Context: an optimization exercise on an open-source flow, tuned for small area, a short achievable clock period and few clock cycles per item. The choices shown serve that exercise and are no tape-out recipe.
In this exercise RTL edits were held to simulation tests only and were not proved equivalent to the original.

==> flow/design.v (outline; a module is shown in full before it is edited, if it fits) <==
// module skim_pixel: 2189 lines
// module fa: 10 lines
module skim_pixel (
    input  wire        clk,
    input  wire        rst,           
    input  wire        in_valid,
    output reg         in_ready,
    input  wire [13:0] in_code,       
    input  wire        in_ovr,        
    input  wire [15:0] in_tapm_ofs,   
    input  wire [15:0] in_tapm_gain,  
    input  wire [15:0] in_dark,       
    input  wire [15:0] in_gain,       
    input  wire        in_dead,       
    input  wire        in_bypass,     
    input  wire        in_last,       
    output reg         out_valid,
    input  wire        out_ready,
    output reg  [15:0] out_pix,
    output reg         out_sat,       
    output reg         out_dead,      
    output reg         out_nsat,      
    output reg         out_last
);
  // ...
==> flow/run.sh <==
#!/bin/bash
# synth_recipe.tcl (not shown) runs the flow's synth.tcl, then flattens the netlist and writes it again
# the make line also repeats each setting of config.mk as NAME=value (left out here)
make -C /OpenROAD-flow-scripts/flow DESIGN_CONFIG=/design/flow/config.mk WORK_HOME=/design/flow/orfs CLKGATE_MAP_FILE= SYNTH_SCRIPT=/design/flow/synth_recipe.tcl finish
==> flow/config.mk <==
export PLATFORM = sky130hd
export DESIGN_NAME = skim_pixel
export DESIGN_NICKNAME = skim_pixel
export VERILOG_FILES = /design/flow/design.v
export SDC_FILE = /design/flow/constraint.sdc
export NUM_CORES = 4
export LEC_CHECK = 0
export CAP_MARGIN = 20
export CORE_MARGIN = 2
export CORE_UTILIZATION = 40
export SLEW_MARGIN = 20
export SYNTH_HIERARCHICAL = 1
==> flow/constraint.sdc <==
create_clock -name core_clock -period 60.0 [get_ports {clk}]
set_input_delay 12.0000 -clock core_clock [delete_from_list [all_inputs] [get_ports {clk}]]
set_output_delay 12.0000 -clock core_clock [all_outputs]
set_load 0.01 [all_outputs]
==> results.py, run 1 <==
metrics = {
    "global_routing": {
        "use_met2": 0.375,
        "grt_pass1_wl_um": 103000,
        "grt_overflow": 0,
        "antenna_found_initial": 0,
    },
    "layout": {
        "nNonClkInverters": 178,
        "seqCellArea_um2": 5370,
        "multiInputGateArea_um2": 18000,
        "seq_cells": 184,
        "seq_area_frac": 0.200,
        "layout.cells.non_filler": 3154,
        "final_cell_area_um2": 26800,
    },
    "worst_setup_path": {
        "worstSetupEndpoint": "out_pix[10]",
        "crit_fanout": 4,
        "worstPathCellList": "clkdlybuf4s50_1",
        "cp.arrival_ns": 1.63,
        "r2r-start": "run_n[1]",
    },
    "status": {
        "outcome": "timing/DRC/antenna clean",
    },
    "place": {
        "dp_cells": 3121,
        "place_hpwl_um": 48600,
    },
    "floorplanning": {
        "dieArea_um2": 63100,
        "n_tap_cell": 782,
    },
    "cts": {
        "cts_made_buffers": 17,
        "h-tree-depth": 4,
        "clkTransAtPathRegs_ns": 0.09,
        "cts_setup_buffers": 0,
        "clock_path_buffers": 2,
    },
    "routing": {
        "drc": 0,
        "highest_layer": "met4",
        "drt-total-wl_um": 63300,
    },
    "synth": {
        "synth.yosys.warnings": 7,
        "ys_types": 83,
        "synth-simple-area-share": 0.152,
        "synth_xor_xnor_area_share": 0.0226,
        "synthMuxAreaShare": 0.00630,
        "synthTopCellsByArea": "fa_1 (37%), edfxtp_1 (21%), ha_1 (8.7%), nand2_1 (7.3%), inv_1 (2.7%)",
        "synthFlopType": "edfxtp_1",
    },
    "sta": {
        "rsz0062_at_grt": "false",
    },
    "worst_hold_path": {
        "worstHoldEndpoint": "p1_gain[3]",
    },
}
Testbench counts, summed over its fixed seeds: cycles 32,733, items 30,720.
==> run 2, diff against run 1 <==
--- a/flow/design.v
+++ b/flow/design.v
@@ -817,147 +817,117 @@
     fa u_t_419 (.a(t_364), .b(t_pp239), .c(t_pp254), .s(t_419), .co(t_420));
     wire t_421 = t_pp1 | t_pp16;
     wire t_422 = (t_365 & t_pp32) | (t_365 & t_421) | (t_pp32 & t_421);
     wire t_423 = (t_366 & t_367) | (t_366 & t_422) | (t_367 & t_422);
     wire t_424 = (t_368 & t_369) | (t_368 & t_423) | (t_369 & t_423);
     wire t_425 = (t_370 & t_371) | (t_370 & t_424) | (t_371 & t_424);
     wire t_426 = (t_372 & t_373) | (t_372 & t_425) | (t_373 & t_425);
     wire t_427 = (t_374 & t_375) | (t_374 & t_426) | (t_375 & t_426);
-    wire t_428 = t_376 ^ t_377;
-    wire t_429 = t_376 & t_377;
-    wire t_430 = t_378 ^ t_379;
-    wire t_431 = t_378 & t_379;
-    wire t_432 = t_380 ^ t_381;
-    wire t_433 = t_380 & t_381;
-    wire t_434 = t_382 ^ t_383;
-    wire t_435 = t_382 & t_383;
-    wire t_436 = t_384 ^ t_385;
-    wire t_437 = t_384 & t_385;
-    wire t_438 = t_386 ^ t_387;
-    wire t_439 = t_386 & t_387;
-    wire t_440 = t_388 ^ t_389;
-    wire t_441 = t_388 & t_389;
-    wire t_442 = t_390 ^ t_391;
-    wire t_443 = t_390 & t_391;
-    wire t_444 = t_392 ^ t_393;
-    wire t_445 = t_392 & t_393;
-    wire t_446 = t_394 ^ t_395;
-    wire t_447 = t_394 & t_395;
-    wire t_448 = t_396 ^ t_397;
-    wire t_449 = t_396 & t_397;
-    wire t_450 = t_398 ^ t_399;
-    wire t_451 = t_398 & t_399;
-    wire t_452 = t_400 ^ t_401;
-    wire t_453 = t_400 & t_401;
-    wire t_454 = t_402 ^ t_403;
-    wire t_455 = t_402 & t_403;
-    wire t_456 = t_404 ^ t_405;
-    wire t_457 = t_404 & t_405;
-    wire t_458 = t_406 ^ t_407;
-    wire t_459 = t_406 & t_407;
-    wire t_460 = t_408 ^ t_409;
-    wire t_461 = t_408 & t_409;
-    wire t_462 = t_410 ^ t_411;
-    wire t_463 = t_410 & t_411;
-    wire t_464 = t_412 ^ t_413;
-    wire t_465 = t_412 & t_413;
-    wire t_466 = t_414 ^ t_415;
-    wire t_467 = t_414 & t_415;
-    wire t_468 = t_416 ^ t_417;
-    wire t_469 = t_416 & t_417;
-    wire t_470 = t_418 ^ t_419;
-    wire t_471 = t_418 & t_419;
-    wire t_472 = t_420 ^ t_pp255;
-    wire t_473 = t_420 & t_pp255;
-    wire t_474 = t_429 | (t_428 & t_427);
-    wire t_475 = t_431 | (t_430 & t_474);
-    wire t_476 = t_435 | (t_434 & t_433);
-    wire t_477 = t_434 & t_432;
-    wire t_478 = t_439 | (t_438 & t_437);
-    wire t_479 = t_438 & t_436;
-    wire t_480 = t_443 | (t_442 & t_441);
-    wire t_481 = t_442 & t_440;
-    wire t_482 = t_447 | (t_446 & t_445);
-    wire t_483 = t_446 & t_444;
-    wire t_484 = t_451 | (t_450 & t_449);
-    wire t_485 = t_450 & t_448;
-    wire t_486 = t_455 | (t_454 & t_453);
-    wire t_487 = t_454 & t_452;
-    wire t_488 = t_459 | (t_458 & t_457);
-    wire t_489 = t_458 & t_456;
-    wire t_490 = t_463 | (t_462 & t_461);
-    wire t_491 = t_462 & t_460;
-    wire t_492 = t_467 | (t_466 & t_465);
-    wire t_493 = t_466 & t_464;
-    wire t_494 = t_471 | (t_470 & t_469);
-    wire t_495 = t_470 & t_468;
-    wire t_496 = 1'b1 | (1'b0 & t_473);
-    wire t_497 = 1'b0 & t_472;
-    wire t_498 = t_476 | (t_477 & t_475);
-    wire t_499 = t_480 | (t_481 & t_478);
-    wire t_500 = t_481 & t_479;
-    wire t_501 = t_484 | (t_485 & t_482);
-    wire t_502 = t_485 & t_483;
-    wire t_503 = t_488 | (t_489 & t_486);
-    wire t_504 = t_489 & t_487;
-    wire t_505 = t_492 | (t_493 & t_490);
-    wire t_506 = t_493 & t_491;
-    wire t_507 = t_496 | (t_497 & t_494);
-    wire t_508 = t_497 & t_495;
-    wire t_509 = t_499 | (t_500 & t_498);
-    wire t_510 = t_503 | (t_504 & t_501);
-    wire t_511 = t_504 & t_502;
-    wire t_512 = t_507 | (t_508 & t_505);
-    wire t_513 = t_508 & t_506;
-    wire t_514 = t_510 | (t_511 & t_509);
-    wire t_515 = t_512 | (t_513 & t_514);
-    wire t_516 = t_501 | (t_502 & t_509);
-    wire t_517 = t_505 | (t_506 & t_514);
-    wire t_518 = t_478 | (t_479 & t_498);
-    wire t_519 = t_482 | (t_483 & t_509);
-    wire t_520 = t_486 | (t_487 & t_516);
-    wire t_521 = t_490 | (t_491 & t_514);
-    wire t_522 = t_494 | (t_495 & t_517);
-    wire t_523 = t_433 | (t_432 & t_475);
-    wire t_524 = t_437 | (t_436 & t_498);
-    wire t_525 = t_441 | (t_440 & t_518);
-    wire t_526 = t_445 | (t_444 & t_509);
-    wire t_527 = t_449 | (t_448 & t_519);
-    wire t_528 = t_453 | (t_452 & t_516);
-    wire t_529 = t_457 | (t_456 & t_520);
-    wire t_530 = t_461 | (t_460 & t_514);
-    wire t_531 = t_465 | (t_464 & t_521);
-    wire t_532 = t_469 | (t_468 & t_517);
-    wire t_533 = t_473 | (t_472 & t_522);
-    wire t_534 = ~(t_428 ^ t_427);
-    wire t_535 = ~(t_430 ^ t_474);
-    wire t_536 = ~(t_432 ^ t_475);
-    wire t_537 = ~(t_434 ^ t_523);
-    wire t_538 = ~(t_436 ^ t_498);
-    wire t_539 = ~(t_438 ^ t_524);
-    wire t_540 = ~(t_440 ^ t_518);
-    wire t_541 = ~(t_442 ^ t_525);
-    wire t_542 = ~(t_444 ^ t_509);
-    wire t_543 = ~(t_446 ^ t_526);
-    wire t_544 = ~(t_448 ^ t_519);
-    wire t_545 = ~(t_450 ^ t_527);
-    wire t_546 = ~(t_452 ^ t_516);
-    wire t_547 = ~(t_454 ^ t_528);
-    wire t_548 = ~(t_456 ^ t_520);
-    wire t_549 = ~(t_458 ^ t_529);
-    wire t_550 = ~(t_460 ^ t_514);
-    wire t_551 = ~(t_462 ^ t_530);
-    wire t_552 = ~(t_464 ^ t_521);
-    wire t_553 = ~(t_466 ^ t_531);
-    wire t_554 = ~(t_468 ^ t_517);
-    wire t_555 = ~(t_470 ^ t_532);
-    wire t_556 = ~(t_472 ^ t_522);
-    wire t_557 = ~(1'b0 ^ t_533);
-    wire [31:0] t_p = {t_557, t_556, t_555, t_554, t_553, t_552, t_551, t_550, t_549, t_548, t_547, t_546, t_545, t_544, t_543, t_542, t_541, t_540, t_539, t_538, t_537, t_536, t_535, t_534, {1'b0, 1'b0, 1'b0, 1'b0, 1'b0, 1'b0, 1'b0, 1'b0}};
+    wire t_428 = (t_376 & t_377) | (t_376 & t_427) | (t_377 & t_427);
+    wire t_429 = (t_378 & t_379) | (t_378 & t_428) | (t_379 & t_428);
+    wire t_430 = (t_380 & t_381) | (t_380 & t_429) | (t_381 & t_429);
+    wire t_431 = (t_382 & t_383) | (t_382 & t_430) | (t_383 & t_430);
+    wire t_432 = (t_384 & t_385) | (t_384 & t_431) | (t_385 & t_431);
+    wire t_433 = (t_386 & t_387) | (t_386 & t_432) | (t_387 & t_432);
+    wire t_434 = t_388 ^ t_389;
+    wire t_435 = t_388 & t_389;
+    wire t_436 = t_390 ^ t_391;
+    wire t_437 = t_390 & t_391;
+    wire t_438 = t_392 ^ t_393;
+    wire t_439 = t_392 & t_393;
+    wire t_440 = t_394 ^ t_395;
+    wire t_441 = t_394 & t_395;
+    wire t_442 = t_396 ^ t_397;
+    wire t_443 = t_396 & t_397;
+    wire t_444 = t_398 ^ t_399;
+    wire t_445 = t_398 & t_399;
+    wire t_446 = t_400 ^ t_401;
+    wire t_447 = t_400 & t_401;
+    wire t_448 = t_402 ^ t_403;
+    wire t_449 = t_402 & t_403;
+    wire t_450 = t_404 ^ t_405;
+    wire t_451 = t_404 & t_405;
+    wire t_452 = t_406 ^ t_407;
+    wire t_453 = t_406 & t_407;
+    wire t_454 = t_408 ^ t_409;
+    wire t_455 = t_408 & t_409;
+    wire t_456 = t_410 ^ t_411;
+    wire t_457 = t_410 & t_411;
+    wire t_458 = t_412 ^ t_413;
+    wire t_459 = t_412 & t_413;
+    wire t_460 = t_414 ^ t_415;
+    wire t_461 = t_414 & t_415;
+    wire t_462 = t_416 ^ t_417;
+    wire t_463 = t_416 & t_417;
+    wire t_464 = t_418 ^ t_419;
+    wire t_465 = t_418 & t_419;
+    wire t_466 = t_420 ^ t_pp255;
+    wire t_467 = t_420 & t_pp255;
+    wire t_468 = t_435 | (t_434 & t_433);
+    wire t_469 = t_437 | (t_436 & t_468);
+    wire t_470 = t_441 | (t_440 & t_439);
+    wire t_471 = t_440 & t_438;
+    wire t_472 = t_445 | (t_444 & t_443);
+    wire t_473 = t_444 & t_442;
+    wire t_474 = t_449 | (t_448 & t_447);
+    wire t_475 = t_448 & t_446;
+    wire t_476 = t_453 | (t_452 & t_451);
+    wire t_477 = t_452 & t_450;
+    wire t_478 = t_457 | (t_456 & t_455);
+    wire t_479 = t_456 & t_454;
+    wire t_480 = t_461 | (t_460 & t_459);
+    wire t_481 = t_460 & t_458;
+    wire t_482 = t_465 | (t_464 & t_463);
+    wire t_483 = t_464 & t_462;
+    wire t_484 = 1'b1 | (1'b0 & t_467);
+    wire t_485 = 1'b0 & t_466;
+    wire t_486 = t_470 | (t_471 & t_469);
+    wire t_487 = t_474 | (t_475 & t_472);
+    wire t_488 = t_475 & t_473;
+    wire t_489 = t_478 | (t_479 & t_476);
+    wire t_490 = t_479 & t_477;
+    wire t_491 = t_482 | (t_483 & t_480);
+    wire t_492 = t_483 & t_481;
+    wire t_493 = t_487 | (t_488 & t_486);
+    wire t_494 = t_491 | (t_492 & t_489);
+    wire t_495 = t_492 & t_490;
+    wire t_496 = t_494 | (t_495 & t_493);
+    wire t_497 = t_489 | (t_490 & t_493);
+    wire t_498 = t_472 | (t_473 & t_486);
+    wire t_499 = t_476 | (t_477 & t_493);
+    wire t_500 = t_480 | (t_481 & t_497);
+    wire t_501 = t_484 | (t_485 & t_496);
+    wire t_502 = t_439 | (t_438 & t_469);
+    wire t_503 = t_443 | (t_442 & t_486);
+    wire t_504 = t_447 | (t_446 & t_498);
+    wire t_505 = t_451 | (t_450 & t_493);
+    wire t_506 = t_455 | (t_454 & t_499);
+    wire t_507 = t_459 | (t_458 & t_497);
+    wire t_508 = t_463 | (t_462 & t_500);
+    wire t_509 = t_467 | (t_466 & t_496);
+    wire t_510 = ~(t_434 ^ t_433);
+    wire t_511 = ~(t_436 ^ t_468);
+    wire t_512 = ~(t_438 ^ t_469);
+    wire t_513 = ~(t_440 ^ t_502);
+    wire t_514 = ~(t_442 ^ t_486);
+    wire t_515 = ~(t_444 ^ t_503);
+    wire t_516 = ~(t_446 ^ t_498);
+    wire t_517 = ~(t_448 ^ t_504);
+    wire t_518 = ~(t_450 ^ t_493);
+    wire t_519 = ~(t_452 ^ t_505);
+    wire t_520 = ~(t_454 ^ t_499);
+    wire t_521 = ~(t_456 ^ t_506);
+    wire t_522 = ~(t_458 ^ t_497);
+    wire t_523 = ~(t_460 ^ t_507);
+    wire t_524 = ~(t_462 ^ t_500);
+    wire t_525 = ~(t_464 ^ t_508);
+    wire t_526 = ~(t_466 ^ t_496);
+    wire t_527 = ~(1'b0 ^ t_509);
+    wire [31:0] t_p = {t_527, t_526, t_525, t_524, t_523, t_522, t_521, t_520, t_519, t_518, t_517, t_516, t_515, t_514, t_513, t_512, t_511, t_510, {1'b0, 1'b0, 1'b0, 1'b0, 1'b0, 1'b0, 1'b0, 1'b0, 1'b0, 1'b0, 1'b0, 1'b0, 1'b0, 1'b0}};
     wire        t_lo  = t_neg && (t_p[31:16] < p0_tg);
     wire        t_hi  = !t_neg && (t_p[31:30] != 2'b00);
     wire t_xn_1 = t_p[14] & p0_dark_n[0];
     wire t_xn_2 = t_p[14] ^ p0_dark_n[0];
     wire t_xn_3 = t_p[15] & p0_dark_n[1];
     wire t_xn_4 = t_p[15] ^ p0_dark_n[1];
     wire t_xn_5 = t_p[16] & p0_dark_n[2];
     wire t_xn_6 = t_p[16] ^ p0_dark_n[2];
@@ -1744,147 +1714,117 @@
     fa u_k_419 (.a(k_364), .b(k_pp239), .c(k_pp254), .s(k_419), .co(k_420));
     wire k_421 = k_pp1 | k_pp16;
     wire k_422 = (k_365 & k_pp32) | (k_365 & k_421) | (k_pp32 & k_421);
     wire k_423 = (k_366 & k_367) | (k_366 & k_422) | (k_367 & k_422);
     wire k_424 = (k_368 & k_369) | (k_368 & k_423) | (k_369 & k_423);
     wire k_425 = (k_370 & k_371) | (k_370 & k_424) | (k_371 & k_424);
     wire k_426 = (k_372 & k_373) | (k_372 & k_425) | (k_373 & k_425);
     wire k_427 = (k_374 & k_375) | (k_374 & k_426) | (k_375 & k_426);
-    wire k_428 = k_376 ^ k_377;
-    wire k_429 = k_376 & k_377;
-    wire k_430 = k_378 ^ k_379;
-    wire k_431 = k_378 & k_379;
-    wire k_432 = k_380 ^ k_381;
-    wire k_433 = k_380 & k_381;
-    wire k_434 = k_382 ^ k_383;
-    wire k_435 = k_382 & k_383;
-    wire k_436 = k_384 ^ k_385;
-    wire k_437 = k_384 & k_385;
-    wire k_438 = k_386 ^ k_387;
-    wire k_439 = k_386 & k_387;
-    wire k_440 = k_388 ^ k_389;
-    wire k_441 = k_388 & k_389;
-    wire k_442 = k_390 ^ k_391;
-    wire k_443 = k_390 & k_391;
-    wire k_444 = k_392 ^ k_393;
-    wire k_445 = k_392 & k_393;
-    wire k_446 = k_394 ^ k_395;
-    wire k_447 = k_394 & k_395;
-    wire k_448 = k_396 ^ k_397;
-    wire k_449 = k_396 & k_397;
-    wire k_450 = k_398 ^ k_399;
-    wire k_451 = k_398 & k_399;
-    wire k_452 = k_400 ^ k_401;
-    wire k_453 = k_400 & k_401;
-    wire k_454 = k_402 ^ k_403;
-    wire k_455 = k_402 & k_403;
-    wire k_456 = k_404 ^ k_405;
-    wire k_457 = k_404 & k_405;
-    wire k_458 = k_406 ^ k_407;
-    wire k_459 = k_406 & k_407;
-    wire k_460 = k_408 ^ k_409;
-    wire k_461 = k_408 & k_409;
-    wire k_462 = k_410 ^ k_411;
-    wire k_463 = k_410 & k_411;
-    wire k_464 = k_412 ^ k_413;
-    wire k_465 = k_412 & k_413;
-    wire k_466 = k_414 ^ k_415;
-    wire k_467 = k_414 & k_415;
-    wire k_468 = k_416 ^ k_417;
-    wire k_469 = k_416 & k_417;
-    wire k_470 = k_418 ^ k_419;
-    wire k_471 = k_418 & k_419;
-    wire k_472 = k_420 ^ k_pp255;
-    wire k_473 = k_420 & k_pp255;
-    wire k_474 = k_429 | (k_428 & k_427);
-    wire k_475 = k_431 | (k_430 & k_474);
-    wire k_476 = k_435 | (k_434 & k_433);
-    wire k_477 = k_434 & k_432;
-    wire k_478 = k_439 | (k_438 & k_437);
-    wire k_479 = k_438 & k_436;
-    wire k_480 = k_443 | (k_442 & k_441);
-    wire k_481 = k_442 & k_440;
-    wire k_482 = k_447 | (k_446 & k_445);
-    wire k_483 = k_446 & k_444;
-    wire k_484 = k_451 | (k_450 & k_449);
-    wire k_485 = k_450 & k_448;
-    wire k_486 = k_455 | (k_454 & k_453);
-    wire k_487 = k_454 & k_452;
-    wire k_488 = k_459 | (k_458 & k_457);
-    wire k_489 = k_458 & k_456;
-    wire k_490 = k_463 | (k_462 & k_461);
-    wire k_491 = k_462 & k_460;
-    wire k_492 = k_467 | (k_466 & k_465);
-    wire k_493 = k_466 & k_464;
-    wire k_494 = k_471 | (k_470 & k_469);
-    wire k_495 = k_470 & k_468;
-    wire k_496 = 1'b1 | (1'b0 & k_473);
-    wire k_497 = 1'b0 & k_472;
-    wire k_498 = k_476 | (k_477 & k_475);
-    wire k_499 = k_480 | (k_481 & k_478);
-    wire k_500 = k_481 & k_479;
-    wire k_501 = k_484 | (k_485 & k_482);
-    wire k_502 = k_485 & k_483;
-    wire k_503 = k_488 | (k_489 & k_486);
-    wire k_504 = k_489 & k_487;
-    wire k_505 = k_492 | (k_493 & k_490);
-    wire k_506 = k_493 & k_491;
-    wire k_507 = k_496 | (k_497 & k_494);
-    wire k_508 = k_497 & k_495;
-    wire k_509 = k_499 | (k_500 & k_498);
-    wire k_510 = k_503 | (k_504 & k_501);
-    wire k_511 = k_504 & k_502;
-    wire k_512 = k_507 | (k_508 & k_505);
-    wire k_513 = k_508 & k_506;
-    wire k_514 = k_510 | (k_511 & k_509);
-    wire k_515 = k_512 | (k_513 & k_514);
-    wire k_516 = k_501 | (k_502 & k_509);
-    wire k_517 = k_505 | (k_506 & k_514);
-    wire k_518 = k_478 | (k_479 & k_498);
-    wire k_519 = k_482 | (k_483 & k_509);
-    wire k_520 = k_486 | (k_487 & k_516);
-    wire k_521 = k_490 | (k_491 & k_514);
-    wire k_522 = k_494 | (k_495 & k_517);
-    wire k_523 = k_433 | (k_432 & k_475);
-    wire k_524 = k_437 | (k_436 & k_498);
-    wire k_525 = k_441 | (k_440 & k_518);
-    wire k_526 = k_445 | (k_444 & k_509);
-    wire k_527 = k_449 | (k_448 & k_519);
-    wire k_528 = k_453 | (k_452 & k_516);
-    wire k_529 = k_457 | (k_456 & k_520);
-    wire k_530 = k_461 | (k_460 & k_514);
-    wire k_531 = k_465 | (k_464 & k_521);
-    wire k_532 = k_469 | (k_468 & k_517);
-    wire k_533 = k_473 | (k_472 & k_522);
-    wire k_534 = ~(k_428 ^ k_427);
-    wire k_535 = ~(k_430 ^ k_474);
-    wire k_536 = ~(k_432 ^ k_475);
-    wire k_537 = ~(k_434 ^ k_523);
-    wire k_538 = ~(k_436 ^ k_498);
-    wire k_539 = ~(k_438 ^ k_524);
-    wire k_540 = ~(k_440 ^ k_518);
-    wire k_541 = ~(k_442 ^ k_525);
-    wire k_542 = ~(k_444 ^ k_509);
-    wire k_543 = ~(k_446 ^ k_526);
-    wire k_544 = ~(k_448 ^ k_519);
-    wire k_545 = ~(k_450 ^ k_527);
-    wire k_546 = ~(k_452 ^ k_516);
-    wire k_547 = ~(k_454 ^ k_528);
-    wire k_548 = ~(k_456 ^ k_520);
-    wire k_549 = ~(k_458 ^ k_529);
-    wire k_550 = ~(k_460 ^ k_514);
-    wire k_551 = ~(k_462 ^ k_530);
-    wire k_552 = ~(k_464 ^ k_521);
-    wire k_553 = ~(k_466 ^ k_531);
-    wire k_554 = ~(k_468 ^ k_517);
-    wire k_555 = ~(k_470 ^ k_532);
-    wire k_556 = ~(k_472 ^ k_522);
-    wire k_557 = ~(1'b0 ^ k_533);
-    wire [31:0] k_p = {k_557, k_556, k_555, k_554, k_553, k_552, k_551, k_550, k_549, k_548, k_547, k_546, k_545, k_544, k_543, k_542, k_541, k_540, k_539, k_538, k_537, k_536, k_535, k_534, {1'b0, 1'b0, 1'b0, 1'b0, 1'b0, 1'b0, 1'b0, 1'b0}};
+    wire k_428 = (k_376 & k_377) | (k_376 & k_427) | (k_377 & k_427);
+    wire k_429 = (k_378 & k_379) | (k_378 & k_428) | (k_379 & k_428);
+    wire k_430 = (k_380 & k_381) | (k_380 & k_429) | (k_381 & k_429);
+    wire k_431 = (k_382 & k_383) | (k_382 & k_430) | (k_383 & k_430);
+    wire k_432 = (k_384 & k_385) | (k_384 & k_431) | (k_385 & k_431);
+    wire k_433 = (k_386 & k_387) | (k_386 & k_432) | (k_387 & k_432);
+    wire k_434 = k_388 ^ k_389;
+    wire k_435 = k_388 & k_389;
+    wire k_436 = k_390 ^ k_391;
+    wire k_437 = k_390 & k_391;
+    wire k_438 = k_392 ^ k_393;
+    wire k_439 = k_392 & k_393;
+    wire k_440 = k_394 ^ k_395;
+    wire k_441 = k_394 & k_395;
+    wire k_442 = k_396 ^ k_397;
+    wire k_443 = k_396 & k_397;
+    wire k_444 = k_398 ^ k_399;
+    wire k_445 = k_398 & k_399;
+    wire k_446 = k_400 ^ k_401;
+    wire k_447 = k_400 & k_401;
+    wire k_448 = k_402 ^ k_403;
+    wire k_449 = k_402 & k_403;
+    wire k_450 = k_404 ^ k_405;
+    wire k_451 = k_404 & k_405;
+    wire k_452 = k_406 ^ k_407;
+    wire k_453 = k_406 & k_407;
+    wire k_454 = k_408 ^ k_409;
+    wire k_455 = k_408 & k_409;
+    wire k_456 = k_410 ^ k_411;
+    wire k_457 = k_410 & k_411;
+    wire k_458 = k_412 ^ k_413;
+    wire k_459 = k_412 & k_413;
+    wire k_460 = k_414 ^ k_415;
+    wire k_461 = k_414 & k_415;
+    wire k_462 = k_416 ^ k_417;
+    wire k_463 = k_416 & k_417;
+    wire k_464 = k_418 ^ k_419;
+    wire k_465 = k_418 & k_419;
+    wire k_466 = k_420 ^ k_pp255;
+    wire k_467 = k_420 & k_pp255;
+    wire k_468 = k_435 | (k_434 & k_433);
+    wire k_469 = k_437 | (k_436 & k_468);
+    wire k_470 = k_441 | (k_440 & k_439);
+    wire k_471 = k_440 & k_438;
+    wire k_472 = k_445 | (k_444 & k_443);
+    wire k_473 = k_444 & k_442;
+    wire k_474 = k_449 | (k_448 & k_447);
+    wire k_475 = k_448 & k_446;
+    wire k_476 = k_453 | (k_452 & k_451);
+    wire k_477 = k_452 & k_450;
+    wire k_478 = k_457 | (k_456 & k_455);
+    wire k_479 = k_456 & k_454;
+    wire k_480 = k_461 | (k_460 & k_459);
+    wire k_481 = k_460 & k_458;
+    wire k_482 = k_465 | (k_464 & k_463);
+    wire k_483 = k_464 & k_462;
+    wire k_484 = 1'b1 | (1'b0 & k_467);
+    wire k_485 = 1'b0 & k_466;
+    wire k_486 = k_470 | (k_471 & k_469);
+    wire k_487 = k_474 | (k_475 & k_472);
+    wire k_488 = k_475 & k_473;
+    wire k_489 = k_478 | (k_479 & k_476);
+    wire k_490 = k_479 & k_477;
+    wire k_491 = k_482 | (k_483 & k_480);
+    wire k_492 = k_483 & k_481;
+    wire k_493 = k_487 | (k_488 & k_486);
+    wire k_494 = k_491 | (k_492 & k_489);
+    wire k_495 = k_492 & k_490;
+    wire k_496 = k_494 | (k_495 & k_493);
+    wire k_497 = k_489 | (k_490 & k_493);
+    wire k_498 = k_472 | (k_473 & k_486);
+    wire k_499 = k_476 | (k_477 & k_493);
+    wire k_500 = k_480 | (k_481 & k_497);
+    wire k_501 = k_484 | (k_485 & k_496);
+    wire k_502 = k_439 | (k_438 & k_469);
+    wire k_503 = k_443 | (k_442 & k_486);
+    wire k_504 = k_447 | (k_446 & k_498);
+    wire k_505 = k_451 | (k_450 & k_493);
+    wire k_506 = k_455 | (k_454 & k_499);
+    wire k_507 = k_459 | (k_458 & k_497);
+    wire k_508 = k_463 | (k_462 & k_500);
+    wire k_509 = k_467 | (k_466 & k_496);
+    wire k_510 = ~(k_434 ^ k_433);
+    wire k_511 = ~(k_436 ^ k_468);
+    wire k_512 = ~(k_438 ^ k_469);
+    wire k_513 = ~(k_440 ^ k_502);
+    wire k_514 = ~(k_442 ^ k_486);
+    wire k_515 = ~(k_444 ^ k_503);
+    wire k_516 = ~(k_446 ^ k_498);
+    wire k_517 = ~(k_448 ^ k_504);
+    wire k_518 = ~(k_450 ^ k_493);
+    wire k_519 = ~(k_452 ^ k_505);
+    wire k_520 = ~(k_454 ^ k_499);
+    wire k_521 = ~(k_456 ^ k_506);
+    wire k_522 = ~(k_458 ^ k_497);
+    wire k_523 = ~(k_460 ^ k_507);
+    wire k_524 = ~(k_462 ^ k_500);
+    wire k_525 = ~(k_464 ^ k_508);
+    wire k_526 = ~(k_466 ^ k_496);
+    wire k_527 = ~(1'b0 ^ k_509);
+    wire [31:0] k_p = {k_527, k_526, k_525, k_524, k_523, k_522, k_521, k_520, k_519, k_518, k_517, k_516, k_515, k_514, k_513, k_512, k_511, k_510, {1'b0, 1'b0, 1'b0, 1'b0, 1'b0, 1'b0, 1'b0, 1'b0, 1'b0, 1'b0, 1'b0, 1'b0, 1'b0, 1'b0}};
     wire        k_hi  = k_p[31:30] != 2'b00;
     wire [15:0] k_v   = k_hi ? 16'hFFFF : k_p[29:14];
     wire        k_sat = p1_sat | k_hi;
     localparam DIV_STAGES = 4;
     localparam DIV_ITERS  = 16 / DIV_STAGES;
     localparam ST_ACC  = 2'd0;    
     localparam ST_DIV  = 2'd2;    
     localparam ST_EMIT = 2'd3;    
==> flow/flow/run.sh (new file) <==
#!/bin/bash
# The standard layout (standard synthesis included), with timing repair
# aiming at a 13 ns period instead of leaving the clock's 47 ns of slack unused,
# and small, fast port buffers. Each step's full output goes to ORFS's own logs
# under orfs/logs; make's output goes to standard.log.
set -euo pipefail
bash standard.sh SETUP_SLACK_MARGIN=47 RECOVER_POWER=100 "BUFFER_PORTS_ARGS=-buffer_cell sky130_fd_sc_hd__buf_1" finish > standard.log 2>&1
==> flow/standard.sh (new file) <==
#!/bin/bash
# synth_recipe.tcl (not shown) runs the flow's synth.tcl, then flattens the netlist and writes it again
# the make line also repeats each setting of config.mk as NAME=value (left out here)
make -C /OpenROAD-flow-scripts/flow DESIGN_CONFIG=/design/flow/config.mk WORK_HOME=/design/flow/orfs CLKGATE_MAP_FILE= SYNTH_SCRIPT=/design/flow/synth_recipe.tcl "${@:-finish}"
removed: flow/run.sh
==> results.py, run 2 <==
metrics = {
    "status": {
        "outcome": "finished with violations",
        "so.violations": "max-capacitance violations, max-slew violations",
    },
    "synth": {
        "syn_area_um2": 24000,
        "synth_top_area_share": 0.380,
        "synth_top_family_by_area": "adder cells",
        "synth_edf_count": 168,
        "async_flop_share": 0,
        "synthMuxAreaShare": 0.00491,
        "synthTopCellsByArea": "fa_1 (38%), edfxtp_1 (21%), ha_1 (8.0%), nand2_1 (7.5%), inv_1 (2.7%)",
        "synth.avg_cell_area_um2": 10.5,
        "synth.yosys.warnings": 7,
        "synth_xor_xnor_area_share": 0.0223,
        "synth_seq_cells": 184,
        "synthCells": 2286,
        "synth-simple-area-share": 0.154,
        "ys_types": 76,
        "synth_compound_area_frac": 0.0881,
        "synth.most_common_cell": "nand2_1",
        "synthFlopType": "edfxtp_1",
        "syn-num-nets": 2980,
        "synthTopCellsByCount": "nand2_1 (478), fa_1 (455), inv_1 (175)",
        "synth_top_cell_by_area": "fa_1",
        "synth_fa_ha_area_frac": 0.461,
        "yosysSeqAreaShare": 0.224,
    },
    "cts": {
        "clkTransAtPathRegs_ns": 0.08,
        "cts_made_buffers": 17,
        "clock_latency_ns": 0.51,
        "clock_path_buffers": 2,
        "h-tree-depth": 4,
        "cts_hold_buf": 0,
        "clockRootBuffer": "clkbuf_16",
        "cts_tree": "built",
        "numClockSinks": 184,
    },
    "sta": {
        "skew_ns": 0.0203,
        "worstMarginPinSlew_ns": 3.41,
        "report.final.slew_viol_count": 156,
        "fin_tns_setup_ns": 0,
        "relSlewSlack": -1.27,
        "final_hold_viol_count": 0,
        "fin_crit_ns": 13.81,
        "finalSetupViolations": 0,
        "holdWs_ns": 0.419,
        "max_freq_ghz": 0.0724,
        "rsz0062_at_grt": "true",
        "fin_crit_sh": 0.230,
    },
    "global_routing": {
        "gr-usage-all-layers": 0.205,
        "antenna_found_initial": 1,
        "grt_pass1_vias": 18600,
        "grt_overflow": 0,
        "grt_max_degree": 82,
        "grt_pass1_wl_um": 99600,
    },
    "worst_setup_path": {
        "endpoint_kind": "register",
        "crit_required_ns": 60.22,
        "cp.arrival_ns": 14.03,
        "criticalPathCategory": "in2reg",
        "crit_fanout": 20,
        "critPathLaunchType": "input port",
    },
    "place": {
        "place_hpwl_um": 46600,
        "placed_area_um2": 25100,
        "dp_cells": 3079,
        "place.gp.congestion": 0.873,
        "port_buffers": 107,
    },
    "floorplanning": {
        "die_h_um": 249,
        "io-pin-count": 108,
        "initial_utilization": 0.405,
        "std_cell_rows": 89,
        "die_x_um": 249,
        "dieArea_um2": 61900,
        "core_area_um2": 59100,
    },
    "routing": {
        "drt-met1-wl_um": 25700,
        "drtIter0Drc": 1193,
        "routedWlPerCell_um": 19.6,
        "drc": 0,
        "vias": 17200,
        "met2WireLength_um": 30800,
        "viasPerCell": 5.48,
        "highest_layer": "met4",
        "wl_met3_um": 3620,
        "drtAntennaViolNets": 0,
        "dr.pass1.iters": 7,
        "drt-total-wl_um": 61300,
    },
    "flow_run": {
        "max-cap-violations": 4,
    },
    "layout": {
        "final_common_cell": "nand2_1",
        "synthToLayoutAreaGrowth_pct": 7.78,
        "nets": 3037,
        "layout.cells.non_filler": 3129,
        "drive_above_1_share": 0.0374,
        "nFillCells": 5489,
        "final_util": 0.437,
        "final_cell_area_um2": 25800,
        "final_cell_mix": "nand2_1 (478), fa_1 (455), inv_1 (175)",
        "diodes": 0,
    },
    "worst_hold_path": {
        "min_path_type": "reg2reg",
    },
}
==> run 2: modules after synthesis, one instance, submodules excluded <==
module      flip-flops and latches  copies in the design  cell area, um2  cells
fa                               0                   406            20.0      1
skim_pixel                     184                     1           15800   1880
==> run 2: critical path: stages <==
cell     delay [ns]
buf_1          0.10
nor2b_1        0.07
nor2_1         1.55
o31a_1         0.32
==> run 2: path summary, 6_finish.rpt <==
check                                 start     endpoint  slack (ns)  cells past startpoint
worst max register to register  p0_ofs_n[0]      p1_x[0]       48.68                     34
worst min-delay path            p0_gain[11]  p1_gain[11]        0.42                      0
worst min register to register  p0_gain[11]  p1_gain[11]        0.42                      0
worst max-delay path              out_ready     out_nsat       46.19                      4
==> run 2: cells by family after synthesis <==
kind of cell | after synthesis
simple gates | 824
fa+ha+maj | 611
compound gates | 309
buf+inv | 286
flops | 184
xor+xnor | 61
mux | 11
==> run 2: final cells by class <==
class                   count  area, um2  area share
clock buffers              17        425      0.0165
flip-flops and latches    184       5370       0.208
clock inverters            15        181     0.00702
repair buffers            149        718      0.0278
multi-input cells        1816      17500       0.678
well taps                 773        967      0.0374
inverters                 175        657      0.0254
==> run 2: metrics by stage <==
step / setup slack [ns]
after CTS: 46.85
final: 46.19
after global routing: 46.08
after detailed placement: 46.66
after global placement: 46.71
after floorplan: 47.03
==> run 2: metal layers <==
| metal | track usage | vias to the layer above |
|---|---|---|
| met3 | 0.0352 | 90 |
| li1 | - | 7653 |
| met2 | 0.357 | 582 |
| met5 | 0 | - |
| met4 | 0.0590 | 0 |
| met1 | 0.264 | 8837 |
==> run 2: what timing repair did <==
action | in CTS | in global routing
resized for setup | 6 | 17
endpoints found under the setup margin | 22 | 22
buffers inserted | 16 | 2
Testbench counts of run 2, summed over its fixed seeds: cycles 32,733, items 30,720.
==> run 3, diff against run 2 <==
--- a/flow/flow/run.sh
+++ b/flow/flow/run.sh
@@ -6,2 +6,2 @@
 set -euo pipefail
-bash standard.sh SETUP_SLACK_MARGIN=47 RECOVER_POWER=100 "BUFFER_PORTS_ARGS=-buffer_cell sky130_fd_sc_hd__buf_1" finish > standard.log 2>&1
+bash standard.sh SETUP_SLACK_MARGIN=47 "BUFFER_PORTS_ARGS=-buffer_cell sky130_fd_sc_hd__buf_1" finish > standard.log 2>&1
==> results.py, run 3 <==
metrics = {
    "floorplanning": {
        "core_area_um2": 59100,
        "initial_utilization": 0.405,
        "die_x_um": 249,
        "std_cell_rows": 89,
        "die_h_um": 249,
        "dieArea_um2": 61900,
        "io-pin-count": 108,
    },
    "cts": {
        "cts_made_buffers": 17,
        "clkTransAtPathRegs_ns": 0.09,
        "numClockSinks": 184,
        "h-tree-depth": 4,
        "cts_tree": "built",
        "clock_latency_ns": 0.51,
        "clock_path_buffers": 2,
        "clockRootBuffer": "clkbuf_16",
    },
    "worst_setup_path": {
        "critPathLaunchType": "register",
        "critPathBufInv": 1,
        "r2r-start": "p1_gain[10]",
        "worstPathCellList": "buf_1",
        "cp_top_family": "flip-flops",
        "criticalPathCategory": "reg2out",
        "reg2reg_to": "dq[13]",
        "critPathSlowestCell": "edfxtp_1",
        "cp.arrival_ns": 1.11,
        "endpoint_kind": "output pin",
        "crit_fanout": 2,
        "ff2ff_setup_slack_ns": 49.08,
        "rr_worst_depth": 36,
        "worstSetupEndpoint": "out_pix[11]",
        "crit_required_ns": 48.00,
        "worst-path-stages": 1,
        "crit_start": "out_pix[11]",
        "critPathMaxStageDelay_ns": 0.45,
    },
    "layout": {
        "drive_above_1_share": 0.0480,
        "diodes": 0,
        "final_cell_area_um2": 25900,
        "nFillCells": 5473,
        "nets": 3037,
        "final_cell_mix": "nand2_1 (477), fa_1 (455), inv_1 (175)",
        "final_util": 0.439,
        "synthToLayoutAreaGrowth_pct": 8.18,
        "layout.cells.non_filler": 3129,
        "final_common_cell": "nand2_1",
    },
    "sta": {
        "final_hold_viol_count": 0,
        "report.final.slew_viol_count": 0,
        "fin_crit_sh": 0.219,
        "worstMarginPinSlew_ns": 1.02,
        "fin_tns_setup_ns": 0,
        "fin_crit_ns": 13.11,
        "postLayoutSetupSlackWorst_ns": 46.89,
        "finalSetupViolations": 0,
        "skew_ns": 0.0216,
        "max_freq_ghz": 0.0763,
        "rsz0062_at_grt": "true",
        "relSlewSlack": 0.319,
    },
    "synth": {
        "synth-simple-area-share": 0.154,
        "synth_compound_area_frac": 0.0881,
        "synthFlopType": "edfxtp_1",
        "synth_seq_cells": 184,
        "synth_xor_xnor_area_share": 0.0223,
        "synthTopCellsByCount": "nand2_1 (478), fa_1 (455), inv_1 (175)",
        "synth_top_area_share": 0.380,
        "synthMuxAreaShare": 0.00491,
        "synth.most_common_cell": "nand2_1",
        "syn_area_um2": 24000,
        "synth.yosys.warnings": 7,
        "synth.avg_cell_area_um2": 10.5,
        "synth_edf_count": 168,
        "async_flop_share": 0,
        "synthCells": 2286,
        "yosysSeqAreaShare": 0.224,
        "synth_top_cell_by_area": "fa_1",
        "synthTopCellsByArea": "fa_1 (38%), edfxtp_1 (21%), ha_1 (8.0%), nand2_1 (7.5%), inv_1 (2.7%)",
        "ys_types": 76,
        "syn-num-nets": 2980,
        "synth_fa_ha_area_frac": 0.461,
        "synth_top_family_by_area": "adder cells",
    },
    "global_routing": {
        "grt_overflow": 0,
        "gr-usage-all-layers": 0.205,
        "grt_pass1_vias": 18600,
        "grt_max_degree": 82,
        "grt_pass1_wl_um": 99600,
        "antenna_found_initial": 1,
    },
    "routing": {
        "dr.pass1.iters": 7,
        "drtAntennaViolNets": 0,
        "drc": 0,
        "viasPerCell": 5.47,
        "routedWlPerCell_um": 19.6,
        "drt-total-wl_um": 61400,
        "drtIter0Drc": 1231,
        "vias": 17100,
    },
    "worst_hold_path": {
        "min_path_type": "reg2reg",
    },
    "place": {
        "place.gp.congestion": 0.873,
        "placed_area_um2": 25100,
        "place_ws_ns": 46.66,
        "port_buffers": 107,
        "dp_cells": 3079,
        "place_hpwl_um": 46600,
    },
    "flow_run": {
        "max-cap-violations": 0,
    },
    "status": {
        "outcome": "timing/DRC/antenna clean",
    },
}
[run 3: cell types whose count changed in the layout (fill, tap and decap cells not counted), moves of 2 or more]
cell	delta
clkbuf_2	+10
o21ai_0	-5
and2_1	+6
buf_6	+2
dfxtp_1	-2
o21ai_1	+5
clkbuf_1	-16
and2_0	-6
buf_4	+2
[run 3: repair_timing]
action | CTS | global route
setup buffers | 16 | 2
hold buffers | 0 | 0
resized for setup | 6 | 17
setup endpoints to repair | 22 | 22
gates cloned | 0 | 0
[run 3: modules after synthesis, one instance, submodules excluded]
| module | copies in the design | flops+latches | cells | area, um2 |
|---|---|---|---|---|
| skim_pixel | 1 | 184 | 1880 | 15800 |
| fa | 406 | 0 | 1 | 20.0 |
[run 3: worst min path at each step]
stage                           start           to  slack (ns)  depth (start not counted)
after floorplan            p0_gain[0]   p1_gain[0]        0.40                          0
after global placement     p0_gain[2]   p1_gain[2]        0.41                          0
after detailed placement  p0_gain[11]  p1_gain[11]        0.40                          0
after CTS                  p0_gain[6]   p1_gain[6]        0.42                          0
after global routing       p0_gain[6]   p1_gain[6]        0.42                          0
final                     p0_gain[11]  p1_gain[11]        0.42                          0
[run 3: area by class of cell]
class / count / area [um2] / area share
clock buffer: 17 / 425 / 0.0164
clock inverter: 15 / 181 / 0.00700
inverter: 175 / 657 / 0.0253
multi-input combinational: 1816 / 17600 / 0.678
sequential: 184 / 5370 / 0.207
tap: 773 / 967 / 0.0373
timing repair buffer: 149 / 754 / 0.0291
[run 3: worst register-to-register path, delay by kind of cell, from the launching register on]
kind	cells	cell delay, ns
compound gates	16	3.71
xor+xnor	1	0.28
fa+ha+maj	10	4.22
flops	1	0.82
simple gates	9	1.62
[run 3: per-stage QoR]
step | hold WS [ns]
6_report | 0.419
5_1_grt | 0.424
4_1_cts | 0.421
3_5_place_dp | 0.405
3_3_place_gp | 0.406
2_1_floorplan | 0.400
[run 3: metal layers]
layer  vias up  wire (um)  GRT usage
met1      8787      25800      0.264
met2       581      30700      0.357
met5         -          0          0
li1       7655          -          -
met4         0       1190     0.0590
met3        91       3620     0.0352
[run 3: cells by family (layout without fill, tap and decap cells)]
kind of cell             Yosys count  after routing
AND/OR/NAND/NOR                  824            824
adder cells (fa/ha/maj)          611            611
AO/OA/AOI/OAI                    309            309
buffers and inverters            286            356
flip-flops                       184            184
XOR/XNOR                          61             61
multiplexers                      11             11

-- separate check: timing with driven ports --
Ports are ideal in the flow. The routed layouts listed here were re-timed in OpenROAD. Step 1 assumes that a clkbuf_16 drives the clock port and a buf_2 every other input. Step 2 also shifts input and output timing later by t, the mid clock arrival at the registers, as if the neighbouring blocks saw the same clock. Slacks: no drivers / after step 1 / after step 2; pairs: no drivers / after step 1.
run | t (ns) | setup slack, ns | hold slack, ns | worst data-port slew with drivers (ns) | pins driven straight from the clock port
run 1 | 0.551 | 46.374 / 46.316 / 46.243 | 0.424 / 0.424 / 0.424 | 0.04 | 1
run 2 | 0.556 | 46.189 / 46.223 / 45.667 | 0.419 / 0.419 / 0.419 | 0.04 | 1
run 3 | 0.555 | 46.890 / 46.833 / 46.667 | 0.419 / 0.419 / 0.419 | 0.04 | 1
The setup slack of run 2, which loses most, moves by +0.034 ns with the drivers and by -0.522 ns with both steps.
